Context: an optimization exercise on an open-source flow, tuned for small area, a short achievable clock period and few clock cycles per item. The choices shown serve that exercise and are no tape-out recipe. The RTL was checked by simulation tests, not by an equivalence proof against the original design.

<file path="design/flow/config.mk">
export PLATFORM = sky130hd
export DESIGN_NAME = loop_sample
export DESIGN_NICKNAME = loop_sample
export VERILOG_FILES = /design/flow/design.v
export SDC_FILE = /design/flow/constraint.sdc
export NUM_CORES = 4
export LEC_CHECK = 0
export CAP_MARGIN = 20
export CORE_MARGIN = 2
export CORE_UTILIZATION = 25
export GPL_ROUTABILITY_DRIVEN = 1
export PLACE_DENSITY = 0.35
export SLEW_MARGIN = 20
</file>
<file path="design/flow/constraint.sdc">
create_clock -name core_clock -period 24.0 [get_ports {clk}]
set_input_delay 4.8000 -clock core_clock [delete_from_list [all_inputs] [get_ports {clk}]]
set_output_delay 4.8000 -clock core_clock [all_outputs]
set_load 0.01 [all_outputs]
</file>
<file path="design/flow/design.v">
module loop_sample (
    input  wire        clk,
    input  wire        rst,
    input  wire        cfg_we,
    input  wire [5:0]  cfg_addr,
    input  wire [31:0] cfg_wdata,
    input  wire        init,
    input  wire [31:0] init_last,
    input  wire        hold,
    input  wire        start,
    input  wire [31:0] sp_in,
    input  wire [31:0] fb_raw,
    input  wire [31:0] ff_raw,
    input  wire        ff_present,
    input  wire        blocked,
    output wire        busy,
    output reg         done,
    output reg  [31:0] out_value,
    output reg         clipped,
    output reg         rate_limited,
    output reg         at_limit,
    output reg         suspended
);
    reg  [2:0]  c_type;
    reg  [2:0]  c_sections;
    reg         c_dmeas;
    reg         c_ff_en;
    reg         c_sp_direct;
    reg  [7:0]  c_out_code;
    reg  signed [31:0] c_in_offset;
    reg  signed [31:0] c_in_mul;
    reg  [5:0]  c_in_shift;
    reg  [5:0]  c_ff_shift;
    reg  [5:0]  c_out_shift;
    reg  signed [31:0] c_ff_mul;
    reg  signed [31:0] c_out_offset;
    reg  signed [31:0] c_out_mul;
    reg  signed [31:0] c_out_low;
    reg  signed [31:0] c_out_high;
    reg  [31:0] c_step_up;
    reg  [31:0] c_step_down;
    reg  signed [15:0] c_i_init;
    reg  signed [15:0] c_mant  [0:19];
    reg  signed [4:0]  c_shift [0:19];
    always @(posedge clk) begin
        if (cfg_we) begin
            case (cfg_addr)
                6'd0: begin
                    c_type      <= cfg_wdata[2:0];
                    c_sections  <= cfg_wdata[6:4];
                    c_dmeas     <= cfg_wdata[8];
                    c_ff_en     <= cfg_wdata[9];
                    c_sp_direct <= cfg_wdata[10];
                    c_out_code  <= cfg_wdata[23:16];
                end
                6'd1:  c_in_offset  <= cfg_wdata;
                6'd2:  c_in_mul     <= cfg_wdata;
                6'd3: begin
                    c_in_shift  <= cfg_wdata[5:0];
                    c_ff_shift  <= cfg_wdata[13:8];
                    c_out_shift <= cfg_wdata[21:16];
                end
                6'd4:  c_ff_mul     <= cfg_wdata;
                6'd5:  c_out_offset <= cfg_wdata;
                6'd6:  c_out_mul    <= cfg_wdata;
                6'd7:  c_out_low    <= cfg_wdata;
                6'd8:  c_out_high   <= cfg_wdata;
                6'd9:  c_step_up    <= cfg_wdata;
                6'd10: c_step_down  <= cfg_wdata;
                6'd11: c_i_init     <= cfg_wdata[15:0];
                default: ;
            endcase
            if (cfg_addr >= 6'd32 && cfg_addr < 6'd52) begin
                c_mant[cfg_addr[4:0]]  <= cfg_wdata[15:0];
                c_shift[cfg_addr[4:0]] <= cfg_wdata[20:16];
            end
        end
    end
    wire outer = (c_out_code == 8'hFF);
    reg signed [31:0] range_lo, range_hi;
    always @(*) begin
        if (c_out_code <= 8'h05) begin
            range_lo = 32'sd0;      range_hi = 32'sd25000;
        end else if (c_out_code >= 8'h10 && c_out_code <= 8'h17) begin
            range_lo = 32'sd0;      range_hi = 32'sd4095;
        end else if (c_out_code == 8'h20 || c_out_code == 8'h21) begin
            range_lo = -32'sd10000; range_hi = 32'sd10000;
        end else begin
            range_lo = -32'sd32768; range_hi = 32'sd32767;
        end
    end
    localparam signed [40:0] MAX40 = 41'sh0_7F_FFFF_FFFF;
    localparam signed [40:0] MIN40 = -41'sh0_80_0000_0000;
    function signed [39:0] sat40;
        input signed [40:0] v;
        begin
            if (v > MAX40)      sat40 = MAX40[39:0];
            else if (v < MIN40) sat40 = MIN40[39:0];
            else                sat40 = v[39:0];
        end
    endfunction
    function signed [15:0] sat16_17;
        input signed [16:0] v;
        begin
            if (v > 17'sd32767)       sat16_17 = 16'sh7FFF;
            else if (v < -17'sd32768) sat16_17 = 16'sh8000;
            else                      sat16_17 = v[15:0];
        end
    endfunction
    function signed [15:0] sat16_32;
        input signed [31:0] v;
        begin
            if (v > 32'sd32767)       sat16_32 = 16'sh7FFF;
            else if (v < -32'sd32768) sat16_32 = 16'sh8000;
            else                      sat16_32 = v[15:0];
        end
    endfunction
    function signed [15:0] out16;
        input signed [39:0] a;
        reg signed [40:0] r;
        reg signed [25:0] q;
        begin
            r = {a[39], a} + 41'sd16384;
            q = r[40:15];
            if (q > 26'sd32767)       out16 = 16'sh7FFF;
            else if (q < -26'sd32768) out16 = 16'sh8000;
            else                      out16 = q[15:0];
        end
    endfunction
    function signed [39:0] term;
        input signed [15:0] m;
        input signed [4:0]  sh;
        input signed [15:0] x;
        reg signed [31:0] p;
        reg signed [40:0] wide;
        reg signed [40:0] rnd;
        reg [4:0] rs;
        begin
            p = m * x;
            if (!sh[4]) begin
                wide = {{9{p[31]}}, p} <<< sh[3:0];
                term = sat40(wide);
            end else begin
                rs   = -sh;
                rnd  = {{9{p[31]}}, p} + (41'sd1 <<< (rs - 5'd1));
                wide = rnd >>> rs;
                term = wide[39:0];
            end
        end
    endfunction
    localparam [4:0] S_IDLE  = 5'd0,
                     S_NSP   = 5'd1,    
                     S_NFB   = 5'd2,    
                     S_NFF   = 5'd3,    
                     S_PI_I  = 5'd4,    
                     S_PI_P  = 5'd5,    
                     S_PID_1 = 5'd6,    
                     S_PID_2 = 5'd7,    
                     S_PID_3 = 5'd8,    
                     S_CEND  = 5'd9,    
                     S_LL0   = 5'd10,   
                     S_LL1   = 5'd11,   
                     S_LL2   = 5'd12,   
                     S_LEND  = 5'd13,
                     S_SEC0  = 5'd14,   
                     S_SEC1  = 5'd15,   
                     S_SEC2  = 5'd16,   
                     S_SEC3  = 5'd17,   
                     S_SEC4  = 5'd18,   
                     S_SEND  = 5'd19,
                     S_FF    = 5'd20,   
                     S_OUT   = 5'd21,   
                     S_LIM   = 5'd22;   
    reg [4:0] state;
    assign busy = (state != S_IDLE);
    reg signed [31:0] r_sp, r_fb, r_ff;
    reg               r_ff_ok;
    reg               r_blocked;
    reg signed [15:0] spq, fbq, ffq, e_r, sig;
    reg signed [39:0] acc, dn;
    reg signed [49:0] raw;
    reg               clip_r;
    reg               susp_r;
    reg [1:0]         j;
    reg signed [39:0] integ, dstate;
    reg signed [16:0] x_prev;
    reg               first;
    reg signed [15:0] ll_e1, ll_y1;
    reg signed [15:0] s_x1 [0:3];
    reg signed [15:0] s_x2 [0:3];
    reg signed [15:0] s_y1 [0:3];
    reg signed [15:0] s_y2 [0:3];
    reg signed [31:0] last;
    reg               hup, hdn;
    reg  signed [32:0] wm_a;
    reg  signed [31:0] wm_b;
    reg  [5:0]         wm_s;
    wire signed [64:0] wm_p = wm_a * wm_b;
    wire signed [65:0] wm_rnd = {wm_p[64], wm_p}
                              + ((wm_s == 6'd0) ? 66'sd0 : (66'sd1 <<< (wm_s - 6'd1)));
    wire signed [65:0] wm_q = wm_rnd >>> wm_s;
    wire signed [15:0] wm_sat = (wm_q > 66'sd32767)  ? 16'sh7FFF :
                                (wm_q < -66'sd32768) ? 16'sh8000 : wm_q[15:0];
    wire               wm_clip = (wm_q > 66'sd32767) || (wm_q < -66'sd32768);
    always @(*) begin
        wm_a = {r_sp[31], r_sp} - {c_in_offset[31], c_in_offset};
        wm_b = c_in_mul;
        wm_s = c_in_shift;
        case (state)
            S_NFB: begin
                wm_a = {r_fb[31], r_fb} - {c_in_offset[31], c_in_offset};
            end
            S_NFF: begin
                wm_a = {r_ff[31], r_ff};
                wm_b = c_ff_mul;
                wm_s = c_ff_shift;
            end
            S_OUT: begin
                wm_a = {{17{sig[15]}}, sig};
                wm_b = c_out_mul;
                wm_s = c_out_shift;
            end
            default: ;
        endcase
    end
    wire signed [15:0] e_w = sat16_17({spq[15], spq} - {fbq[15], fbq});
    wire signed [16:0] x_w = c_dmeas ? -{fbq[15], fbq} : {e_r[15], e_r};
    wire signed [16:0] xp_w = first ? x_w : x_prev;
    wire signed [15:0] dx_w = sat16_17(x_w - xp_w);
    wire [4:0] sec_base = {j, 2'b00} + {3'b000, j};    
    reg  [4:0]         t_slot;
    reg  signed [15:0] t_x;
    always @(*) begin
        t_slot = 5'd1;
        t_x    = e_r;
        case (state)
            S_NFF:   begin t_slot = 5'd1; t_x = e_w;           end
            S_PI_I:  begin t_slot = 5'd1; t_x = e_r;           end
            S_PI_P:  begin t_slot = 5'd0; t_x = e_r;           end
            S_PID_1: begin t_slot = 5'd3; t_x = out16(dstate); end
            S_PID_2: begin t_slot = 5'd2; t_x = dx_w;          end
            S_LL0:   begin t_slot = 5'd0; t_x = e_r;           end
            S_LL1:   begin t_slot = 5'd1; t_x = ll_e1;         end
            S_LL2:   begin t_slot = 5'd2; t_x = ll_y1;         end
            S_SEC0:  begin t_slot = sec_base;        t_x = sig;     end
            S_SEC1:  begin t_slot = sec_base + 5'd1; t_x = s_x1[j]; end
            S_SEC2:  begin t_slot = sec_base + 5'd2; t_x = s_x2[j]; end
            S_SEC3:  begin t_slot = sec_base + 5'd3; t_x = s_y1[j]; end
            S_SEC4:  begin t_slot = sec_base + 5'd4; t_x = s_y2[j]; end
            default: ;
        endcase
    end
    wire signed [39:0] t_val = term(c_mant[t_slot], c_shift[t_slot], t_x);
    wire signed [39:0] acc_add = sat40({acc[39], acc} + {t_val[39], t_val});
    wire signed [39:0] acc_sub = sat40({acc[39], acc} - {t_val[39], t_val});
    wire ws_pos_t = !t_val[39] && (t_val != 40'sd0);
    wire ws_neg_t = t_val[39];
    wire flip     = !outer && c_out_mul[31];
    wire ws_pos   = flip ? ws_neg_t : ws_pos_t;
    wire ws_neg   = flip ? ws_pos_t : ws_neg_t;
    wire susp_w   = r_blocked ||
                    ((c_type <= 3'd1) &&
                     ((ws_pos && (last == c_out_high || hup)) ||
                      (ws_neg && (last == c_out_low  || hdn))));
    wire [2:0] j_last  = (c_type == 3'd3) ? (c_sections - 3'd1) : c_sections;
    wire signed [49:0] out_conv = {{18{c_out_offset[31]}}, c_out_offset}
                                + {{2{wm_q[47]}}, wm_q[47:0]};
    reg signed [49:0] lim_v;
    reg               lim_rl;
    reg signed [31:0] lim_lo, lim_hi;
    wire signed [49:0] last_w = {{18{last[31]}}, last};
    wire signed [49:0] up_w   = {18'd0, c_step_up};
    wire signed [49:0] dn_w   = {18'd0, c_step_down};
    wire signed [49:0] low_w  = {{18{c_out_low[31]}}, c_out_low};
    wire signed [49:0] high_w = {{18{c_out_high[31]}}, c_out_high};
    wire signed [49:0] rlo_w  = {{18{range_lo[31]}}, range_lo};
    wire signed [49:0] rhi_w  = {{18{range_hi[31]}}, range_hi};
    always @(*) begin
        lim_v  = raw;
        lim_rl = 1'b0;
        if (c_step_up != 32'd0 && raw > last_w) begin
            if (raw - last_w > up_w) begin
                lim_v  = last_w + up_w;
                lim_rl = 1'b1;
            end
        end else if (c_step_down != 32'd0 && raw < last_w) begin
            if (last_w - raw > dn_w) begin
                lim_v  = last_w - dn_w;
                lim_rl = 1'b1;
            end
        end
        if (lim_v < low_w)   lim_v = low_w;
        if (lim_v > high_w)  lim_v = high_w;
        if (lim_v < rlo_w)   lim_v = rlo_w;
        if (lim_v > rhi_w)   lim_v = rhi_w;
        lim_lo = (c_out_low  > range_lo) ? c_out_low  : range_lo;
        lim_hi = (c_out_high < range_hi) ? c_out_high : range_hi;
    end
    wire signed [31:0] lim_out = lim_v[31:0];
    wire lim_at = (lim_out <= lim_lo) || (lim_out >= lim_hi);
    integer k;
    always @(posedge clk) begin
        if (rst) begin
            state <= S_IDLE;
            done  <= 1'b0;
        end else begin
            done <= 1'b0;
            case (state)
                S_IDLE: begin
                    if (init) begin
                        integ  <= (c_type <= 3'd1) ? {{9{c_i_init[15]}}, c_i_init, 15'd0} : 40'sd0;
                        dstate <= 40'sd0;
                        x_prev <= 17'sd0;
                        first  <= 1'b1;
                        ll_e1  <= 16'sd0;
                        ll_y1  <= 16'sd0;
                        for (k = 0; k < 4; k = k + 1) begin
                            s_x1[k] <= 16'sd0;
                            s_x2[k] <= 16'sd0;
                            s_y1[k] <= 16'sd0;
                            s_y2[k] <= 16'sd0;
                        end
                        last <= init_last;
                        hup  <= 1'b0;
                        hdn  <= 1'b0;
                    end else if (hold) begin
                        last <= 32'sd0;
                        hup  <= 1'b0;
                        hdn  <= 1'b0;
                    end else if (start) begin
                        r_sp      <= sp_in;
                        r_fb      <= fb_raw;
                        r_ff      <= ff_raw;
                        r_ff_ok   <= c_ff_en && ff_present;
                        r_blocked <= blocked;
                        clip_r    <= 1'b0;
                        state     <= S_NSP;
                    end
                end
                S_NSP: begin
                    if (c_sp_direct) begin
                        spq <= sat16_32(r_sp);
                    end else begin
                        spq    <= wm_sat;
                        clip_r <= wm_clip;
                    end
                    state <= S_NFB;
                end
                S_NFB: begin
                    if (c_type <= 3'd3) begin
                        fbq <= wm_sat;
                        if (wm_clip) clip_r <= 1'b1;
                    end else begin
                        fbq <= 16'sd0;
                    end
                    state <= S_NFF;
                end
                S_NFF: begin
                    if (r_ff_ok) begin
                        ffq <= wm_sat;
                        if (wm_clip) clip_r <= 1'b1;
                    end else begin
                        ffq <= 16'sd0;
                    end
                    e_r    <= e_w;
                    susp_r <= susp_w;
                    acc    <= 40'sd0;
                    case (c_type)
                        3'd0, 3'd1: state <= S_PI_I;
                        3'd2:       state <= S_LL0;
                        3'd3: begin
                            sig   <= e_w;
                            j     <= 2'd0;
                            state <= S_SEC0;
                        end
                        default: begin
                            sig   <= spq;
                            state <= S_FF;
                        end
                    endcase
                end
                S_PI_I: begin
                    if (!susp_r) begin
                        integ <= sat40({integ[39], integ} + {t_val[39], t_val});
                        acc   <= sat40({integ[39], integ} + {t_val[39], t_val});
                    end else begin
                        acc   <= integ;
                    end
                    state <= S_PI_P;
                end
                S_PI_P: begin
                    acc   <= acc_add;
                    state <= (c_type == 3'd1) ? S_PID_1 : S_CEND;
                end
                S_PID_1: begin
                    dn    <= t_val;
                    state <= S_PID_2;
                end
                S_PID_2: begin
                    dstate <= sat40({dn[39], dn} + {t_val[39], t_val});
                    x_prev <= x_w;
                    state  <= S_PID_3;
                end
                S_PID_3: begin
                    acc   <= sat40({acc[39], acc} + {dstate[39], dstate});
                    state <= S_CEND;
                end
                S_CEND: begin
                    sig <= out16(acc);
                    acc <= 40'sd0;
                    j   <= 2'd1;
                    state <= (c_sections == 3'd0) ? S_FF : S_SEC0;
                end
                S_LL0: begin acc <= acc_add; state <= S_LL1; end
                S_LL1: begin acc <= acc_add; state <= S_LL2; end
                S_LL2: begin acc <= acc_sub; state <= S_LEND; end
                S_LEND: begin
                    sig   <= out16(acc);
                    ll_e1 <= e_r;
                    ll_y1 <= out16(acc);
                    acc   <= 40'sd0;
                    j     <= 2'd1;
                    state <= (c_sections == 3'd0) ? S_FF : S_SEC0;
                end
                S_SEC0: begin acc <= acc_add; state <= S_SEC1; end
                S_SEC1: begin acc <= acc_add; state <= S_SEC2; end
                S_SEC2: begin acc <= acc_add; state <= S_SEC3; end
                S_SEC3: begin acc <= acc_sub; state <= S_SEC4; end
                S_SEC4: begin acc <= acc_sub; state <= S_SEND; end
                S_SEND: begin
                    s_x2[j] <= s_x1[j];
                    s_x1[j] <= sig;
                    s_y2[j] <= s_y1[j];
                    s_y1[j] <= out16(acc);
                    sig     <= out16(acc);
                    acc     <= 40'sd0;
                    if ({1'b0, j} == j_last) begin
                        state <= S_FF;
                    end else begin
                        j     <= j + 2'd1;
                        state <= S_SEC0;
                    end
                end
                S_FF: begin
                    if (r_ff_ok)
                        sig <= sat16_17({sig[15], sig} + {ffq[15], ffq});
                    state <= S_OUT;
                end
                S_OUT: begin
                    if (outer)
                        raw <= {{34{sig[15]}}, sig};
                    else
                        raw <= out_conv;
                    state <= S_LIM;
                end
                S_LIM: begin
                    out_value    <= lim_out;
                    rate_limited <= lim_rl;
                    at_limit     <= lim_at;
                    clipped      <= clip_r;
                    suspended    <= susp_r;
                    last         <= lim_out;
                    hup          <= lim_rl && (raw > last_w);
                    hdn          <= lim_rl && (raw < last_w);
                    first        <= 1'b0;
                    done         <= 1'b1;
                    state        <= S_IDLE;
                end
                default: state <= S_IDLE;
            endcase
        end
    end
endmodule
</file>
<file path="design/flow/run.sh">
#!/bin/bash
# synth_recipe.tcl (not shown) runs the flow's synth.tcl, then flattens the netlist and writes it again
# the make line also repeats each setting of config.mk as NAME=value (left out here)
make -C /OpenROAD-flow-scripts/flow DESIGN_CONFIG=/design/flow/config.mk WORK_HOME=/design/flow/orfs CLKGATE_MAP_FILE= SYNTH_SCRIPT=/design/flow/synth_recipe.tcl finish
</file>
==> impl_metrics.py <==
metrics = {
    "clock_tree": {
        "clkSinkCount": 1534,
        "htree_levels": 4,
        "tritoncts": "yes",
        "ctsHoldBuffers": 0,
        "clkSlewWorstSetupHoldPaths_ps": 60,
        "cts-root-buf": "clkbuf_16",
        "insertion_delay_ps": 1030,
        "cts.path.max_buffers": 4,
        "cts_buffers": 210,
    },
    "global_route": {
        "grt_pass1_vias": 135245,
        "gr-total-overflow": 0,
        "antenna_found_initial": 53,
        "grt_pass1_wl_um": 1030000,
        "grt_start_max_net_pins": 119,
        "grt_usage": 0.217,
    },
    "sta": {
        "max_slew_margin": 0.180,
        "fmax_mhz": 43.9,
        "rsz0062_at_grt": "no",
        "timing.hold.ws_ps": 514,
        "setup_viol": 0,
        "layout_setup_ws_ps": 1220,
        "slew_viol_final": 0,
        "hold_violations": 0,
        "worstMarginPinSlew_ps": 1230,
        "min_period_over_period": 0.949,
        "skew_ps": 151,
        "finalCriticalPeriod_ps": 22780,
    },
    "setup_path": {
        "end_kind": "register",
        "crit_start": "last[4]",
        "crit_buf_inv": 10,
        "slowest_stage": "or4_4",
        "slowest_delay_ps": 630,
        "cp_top_family": "compound AO/OA/AOI/OAI gates",
        "crit_top_cell": "a21oi_1",
        "crit_path_max_fanout": 16,
        "arrival_ps": 23490,
        "start_kind": "register",
        "crit_required_ps": 24710,
        "r2r_start": "last[4]",
        "critPathKind": "reg2reg",
    },
    "placed_design": {
        "dpl.cell_count": 26231,
        "portBuffers": 211,
        "pre_cts_slack_ps": -181,
        "place_area_mm2": 0.179,
        "post-dp-hpwl_um": 562000,
        "gp_congestion": 0.888,
    },
    "detailed_routing": {
        "routed-via-count": 134071,
        "wl_um": 726000,
        "first_pass_iters": 6,
        "routedWlPerCell_um": 27.2,
        "postRouteAntennaNets": 0,
        "vias_per_cell": 5.02,
        "drcViolationCount": 0,
        "drtIter0Drc": 11105,
    },
    "synthesis": {
        "synth_xor_area_frac": 0.0351,
        "synth_fa_ha_area_frac": 0.266,
        "ys_async_sr_fraction": 0,
        "yosysWarningCount": 1,
        "synthMuxAreaShare": 0.0315,
        "synth_seq_area_share": 0.285,
        "avgSynthCellArea_um2": 9.26,
        "syn_nets": 20203,
        "synthFlopType": "edfxtp_1",
        "synth_compound_area_frac": 0.154,
        "yosys_register_bits": 1534,
        "netlist_area_mm2": 0.161,
        "synth_edf_count": 1526,
        "synth_top_family_by_area": "adder cells",
        "ys_types": 111,
        "synthCells": 17432,
        "synth-simple-area-share": 0.159,
    },
    "finish": {
        "finalNonFillerCells": 26704,
        "final_cell_mix": "inv_1, nor2_1, edfxtp_1",
        "finalInstanceArea_mm2": 0.186,
        "final_common_cell": "inv_1",
        "area_growth_pct": 15.2,
        "drive_above_1_share": 0.0932,
        "final_util": 0.289,
        "nFillCells": 68826,
        "nNetsFinal": 20616,
    },
    "floorplanning": {
        "rows": 295,
        "core_area_mm2": 0.644,
        "die_x_um": 807,
        "ios": 212,
        "die_y_um": 807,
        "initial_core_util": 0.250,
        "die-area_mm2": 0.652,
    },
    "status": {
        "status": "complete, no violations",
    },
    "hold_path": {
        "hold_path_startpoint": "clip_r",
        "min_path_type": "reg2reg",
    },
    "flow_run": {
        "drv_cap": 0,
    },
}
==> stage by stage <==
stage	setup TNS [ps]
2_1_floorplan	0
3_3_place_gp	-220
3_5_place_dp	-181
4_1_cts	0
5_1_grt	0
6_report	0
==> cell type report <==
class                      count  area [um2]  share of cell area
inverter                    2112        7930              0.0426
clock buffer                 260        5440              0.0293
multi-input combinational  12984      106000               0.571
clock inverter               128        1390             0.00745
antenna                       70         175            0.000942
timing repair buffer        1003        8160              0.0439
tap                         8613       10800              0.0579
sequential                  1534       46000               0.247
==> cell families after synthesis <==
| logic type | Yosys count |
|---|---|
| and+or+nand+nor | 5557 |
| muxes | 403 |
| DFF | 1534 |
| AOI/OAI and AO/OA | 3776 |
| buffers and inverters | 2914 |
| xor gates and xnor gates | 646 |
| adders and majority gates | 2601 |
| other | 1 |
==> worst reg2reg max path: cells and delay by family (launching register included) <==
family / cells / cell delay [ps]
AOI/OAI and AO/OA: 51 / 10880
DFF: 1 / 610
and+or+nand+nor: 27 / 5480
xor gates and xnor gates: 2 / 340
adders and majority gates: 7 / 2460
buffers and inverters: 10 / 1620
muxes: 3 / 1160
==> state kept, by name (all words and copies together), names as in the netlist, 40 cells and up, named ones only <==
name / count
s_x2: 64
raw: 49
integ: 40
c_shift: 100
s_x1: 64
s_y2: 64
acc: 40
dn: 40
s_y1: 64
dstate: 40
c_mant: 320
==> metal layers <==
layer  routed length (um)  GRT usage
met3                33300     0.0200
met1               339000      0.309
met2               332000      0.354
met4                20800     0.0509
met5                   27          0
==> path summary, 6_finish.rpt <==
path         endpoint  slack (ps)  cells past startpoint
min           clipped         510                      0
min reg2reg   clipped         510                      0
max reg2reg  at_limit        1220                    100
max          at_limit        1220                    100
==> cell usage after synthesis, types with 65 or more instances <==
library cell,number,area (um2)
a211oi_1,163,1220
a21o_1,375,2820
a21oi_1,1003,5020
a221oi_1,105,920
a311oi_1,65,569
a31oi_1,125,782
and2_1,316,1980
and3_1,151,945
buf_1,87,327
clkbuf_1,655,2460
edfxtp_1,1526,45800
fa_1,1392,27900
ha_1,1205,15100
inv_1,2103,7890
mux2_2,89,1000
mux2i_1,232,2320
mux4_2,73,1640
nand2_1,1316,4940
nand2b_1,239,1500
nand3_1,390,1950
nand4_1,172,1080
nor2_1,2102,7890
nor2b_1,187,1170
nor3_1,283,1420
nor4_1,92,576
o211ai_1,105,788
o21a_1,137,1030
o21ai_0,697,3490
o21bai_1,125,938
o221ai_1,65,569
o22ai_1,87,544
o31ai_1,91,683
or2_2,82,513
or3_1,74,463
xnor2_1,448,3920
xor2_1,198,1730
==> timing repair <==
item / in CTS / in global routing
gates cloned: 0 / 0
buffers inserted: 1 / 14
setup endpoints to repair: 1 / 92
pin swaps: 0 / 7
resized for setup: 4 / 51
Testbench counts, summed over its fixed seeds: cycles 228,384, samples 12,288.

==> what the ideal ports hide <==
No port has a modelled driver above. Below, the same layout with a new extraction and two added sets of constraints. Step 1 assumes that a clkbuf_16 drives the clock port and a buf_2 every other input. Step 2 moves the port delays by t, midway between the first and last clock arrival at a register: inputs arrive t later, outputs are due t later. That takes back most of the time a late clock gives input paths. Three values: ideal ports, drivers, drivers and shift; two values: the first two.
t, ns: 1.070
setup WS [ns]: 1.224 / 1.224 / 1.224
worst hold slack (ns): 0.514 / 0.514 / 0.514
After both steps this run still meets setup and hold. For this run, drivers alone change the setup slack by 0.000 ns; drivers and shift together by 0.000 ns.
